Background: an optimization exercise with open tools, aiming at small area, a short achievable clock period and few clock cycles per item. Do not read the settings as production practice. The RTL was checked by simulation tests, not by an equivalence proof against the original design.

Design sha256_core, start of the top module:
module sha256_core (
    input  wire         clk,
    input  wire         rst,         
    input  wire         start,
    input  wire         init,
    input  wire [511:0] block,       
    output wire         ready,
    output reg          done,
    output wire [255:0] digest       
);
clock: 15.0 ns
lec_check: 0
abc_area: 1
cap_margin: 20
core_margin: 2
core_utilization: 40
gpl_routability_driven: 0
place_density: 0.6
slew_margin: 20
standard.sh (not shown) runs the stock make flow with config.mk's settings and CLKGATE_MAP_FILE= SYNTH_SCRIPT=/design/flow/synth_recipe.tcl, a recipe that flattens the netlist after the stock synthesis.
==> flow/flow/run.sh <==
#!/bin/bash
# The standard layout, with each port buffered by a buf_1 instead of the
# flow's default port buffer, timing repair asked to leave 10.6 ns of setup
# slack so that it sizes the critical paths, and clock tree synthesis with
# larger sink clusters and no dummy loads. The make output is kept in
# flow_make.log.
set -euo pipefail
bash standard.sh "BUFFER_PORTS_ARGS=-buffer_cell sky130_fd_sc_hd__buf_1" SETUP_SLACK_MARGIN=10.6 \
  "CTS_ARGS=-sink_clustering_enable -repair_clock_nets -dont_use_dummy_load -sink_clustering_size 24 -sink_clustering_max_diameter 120" \
  finish > flow_make.log 2>&1
The starting point finished with timing, DRC and antenna clean.
Testbench counts at the start, summed over its fixed seeds: cycles 19,016, blocks 288.
Edit:
==> flow/flow/run.sh (replaced) <==
#!/bin/bash
# The standard layout, with each port buffered by a buf_1 instead of the
# flow's default port buffer, and timing repair asked to leave 10.5 ns of setup
# slack so that it sizes the critical paths. The make output is kept in
# flow_make.log.
set -euo pipefail
bash standard.sh "BUFFER_PORTS_ARGS=-buffer_cell sky130_fd_sc_hd__buf_1" SETUP_SLACK_MARGIN=10.5 finish > flow_make.log 2>&1
Settings changed: CORE_UTILIZATION 40 to 60, GPL_ROUTABILITY_DRIVEN 0 to not set, PLACE_DENSITY 0.6 to 0.75.
=>
- core utilization climbs by 24 points
- worst setup slack gets worse by 81 ps
- non-clock buffer count drops by 68
Edit:
==> flow/flow/run.sh (replaced) <==
#!/bin/bash
# The standard layout, with each port buffered by a buf_1 instead of the
# flow's default port buffer, timing repair asked to leave 10.5 ns of setup
# slack so that it sizes the critical paths, and clock tree synthesis with
# larger sink clusters and no dummy loads. The make output is kept in
# flow_make.log.
set -euo pipefail
bash standard.sh "BUFFER_PORTS_ARGS=-buffer_cell sky130_fd_sc_hd__buf_1" SETUP_SLACK_MARGIN=10.5 \
  "CTS_ARGS=-sink_clustering_enable -repair_clock_nets -dont_use_dummy_load -sink_clustering_size 24 -sink_clustering_max_diameter 120" \
  finish > flow_make.log 2>&1
Settings changed: CORE_UTILIZATION 60 to 40, GPL_ROUTABILITY_DRIVEN set to 0, PLACE_DENSITY 0.75 to 0.6.
After rerunning: The changed run completed with no timing, DRC or antenna violations; wire length decreases by about 4%; critical path depth came out higher by 2; sequential cell count is unchanged; global-route usage drops by 17 points; count of clock-buffer cells in the layout falls by 106.
Edit:
==> flow/flow/run.sh (replaced) <==
#!/bin/bash
# The standard layout, with each port buffered by a buf_1 instead of the
# flow's default port buffer, and timing repair asked to leave 10.5 ns of setup
# slack so that it sizes the critical paths. The make output is kept in
# flow_make.log.
set -euo pipefail
bash standard.sh "BUFFER_PORTS_ARGS=-buffer_cell sky130_fd_sc_hd__buf_1" SETUP_SLACK_MARGIN=10.5 finish > flow_make.log 2>&1
Settings changed: ABC_AREA 1 to not set, GPL_ROUTABILITY_DRIVEN 0 to not set.
Non-clock buffer count rose by 158.
Edit:
==> flow/flow/run.sh (replaced) <==
#!/bin/bash
# The standard layout, with each port buffered by a buf_1 instead of the
# flow's default port buffer, and timing repair asked to leave 10.7 ns of setup
# slack so that it sizes the critical paths. The make output is kept in
# flow_make.log.
set -euo pipefail
bash standard.sh "BUFFER_PORTS_ARGS=-buffer_cell sky130_fd_sc_hd__buf_1" SETUP_SLACK_MARGIN=10.7 finish > flow_make.log 2>&1
Settings changed: ABC_AREA set to 1.
The new run passed the timing, DRC and antenna checks.
Worst hold slack improved by 20 ps.
Die area goes up by 3.8%.
Core utilization goes up by 0.93 points.
Global-route usage is higher by 5.1 points.
Edit:
==> flow/flow/run.sh (replaced) <==
#!/bin/bash
# The standard layout, with each port buffered by a buf_1 instead of the
# flow's default port buffer, timing repair asked to leave 10.5 ns of setup
# slack so that it sizes the critical paths, and clock tree synthesis with
# larger sink clusters and no dummy loads. The make output is kept in
# flow_make.log.
set -euo pipefail
bash standard.sh "BUFFER_PORTS_ARGS=-buffer_cell sky130_fd_sc_hd__buf_1" SETUP_SLACK_MARGIN=10.5 \
  "CTS_ARGS=-sink_clustering_enable -repair_clock_nets -dont_use_dummy_load -sink_clustering_size 24 -sink_clustering_max_diameter 120" \
  finish > flow_make.log 2>&1
Settings changed: CORE_UTILIZATION 40 to 45, PLACE_DENSITY 0.6 to 0.7.
The new run went through all stages and came out clean.
Core utilization goes up by 0.33 points.
First-iteration DRC count increases slightly.
Worst hold slack degrades by 19 ps.
Die area came out lower by roughly a tenth.
Non-clock buffer count goes down by 348.
Clock-buffer cell count is lower by 111.
Wire length falls by roughly a tenth.
Worst setup slack gets better by 35 ps.

==> afterwards: timing with drivers on the ports <==
The flow's constraints put no driver on any port. The routed layouts listed below were extracted and timed again, unchanged, in two steps. Step 1 assumes that a clkbuf_16 drives the clock port and a buf_2 every other input. Step 2 times the ports against the registers' clock, not the clock port: input delays grow and output delays shrink by t, the midpoint of the rising clock arrivals with the driver on. Three values: ideal, step 1, step 2; two values: the first two.
| run | shift t [ns] | setup WS [ns] | hold WS [ns] | slew at the worst register clock pin (ns) | worst slew at a driven data input, ns |
|---|---|---|---|---|---|
| the first run | 0.729 | 10.529 / 10.455 / 9.910 | 0.387 / 0.387 / 0.387 | 0.10 / 0.10 | 0.14 |
| the second run | 0.810 | 10.449 / 10.419 / 9.699 | 0.414 / 0.414 / 0.414 | 0.08 / 0.08 | 0.16 |
| the third run | 0.735 | 10.516 / 10.461 / 9.866 | 0.378 / 0.378 / 0.378 | 0.10 / 0.10 | 0.13 |
| the fourth run | 0.807 | 10.211 / 10.211 / 9.808 | 0.359 / 0.359 / 0.359 | 0.07 / 0.07 | 0.22 |
| the fifth run | 0.825 | 10.472 / 10.397 / 9.966 | 0.379 / 0.379 / 0.379 | 0.07 / 0.07 | 0.14 |
| the sixth run | 0.754 | 10.507 / 10.424 / 9.861 | 0.360 / 0.360 / 0.360 | 0.11 / 0.11 | 0.12 |
After both steps setup and hold are still met in every run listed. The setup slack of the second run, which loses most, moves by -0.030 ns with the drivers and by -0.750 ns with both steps.
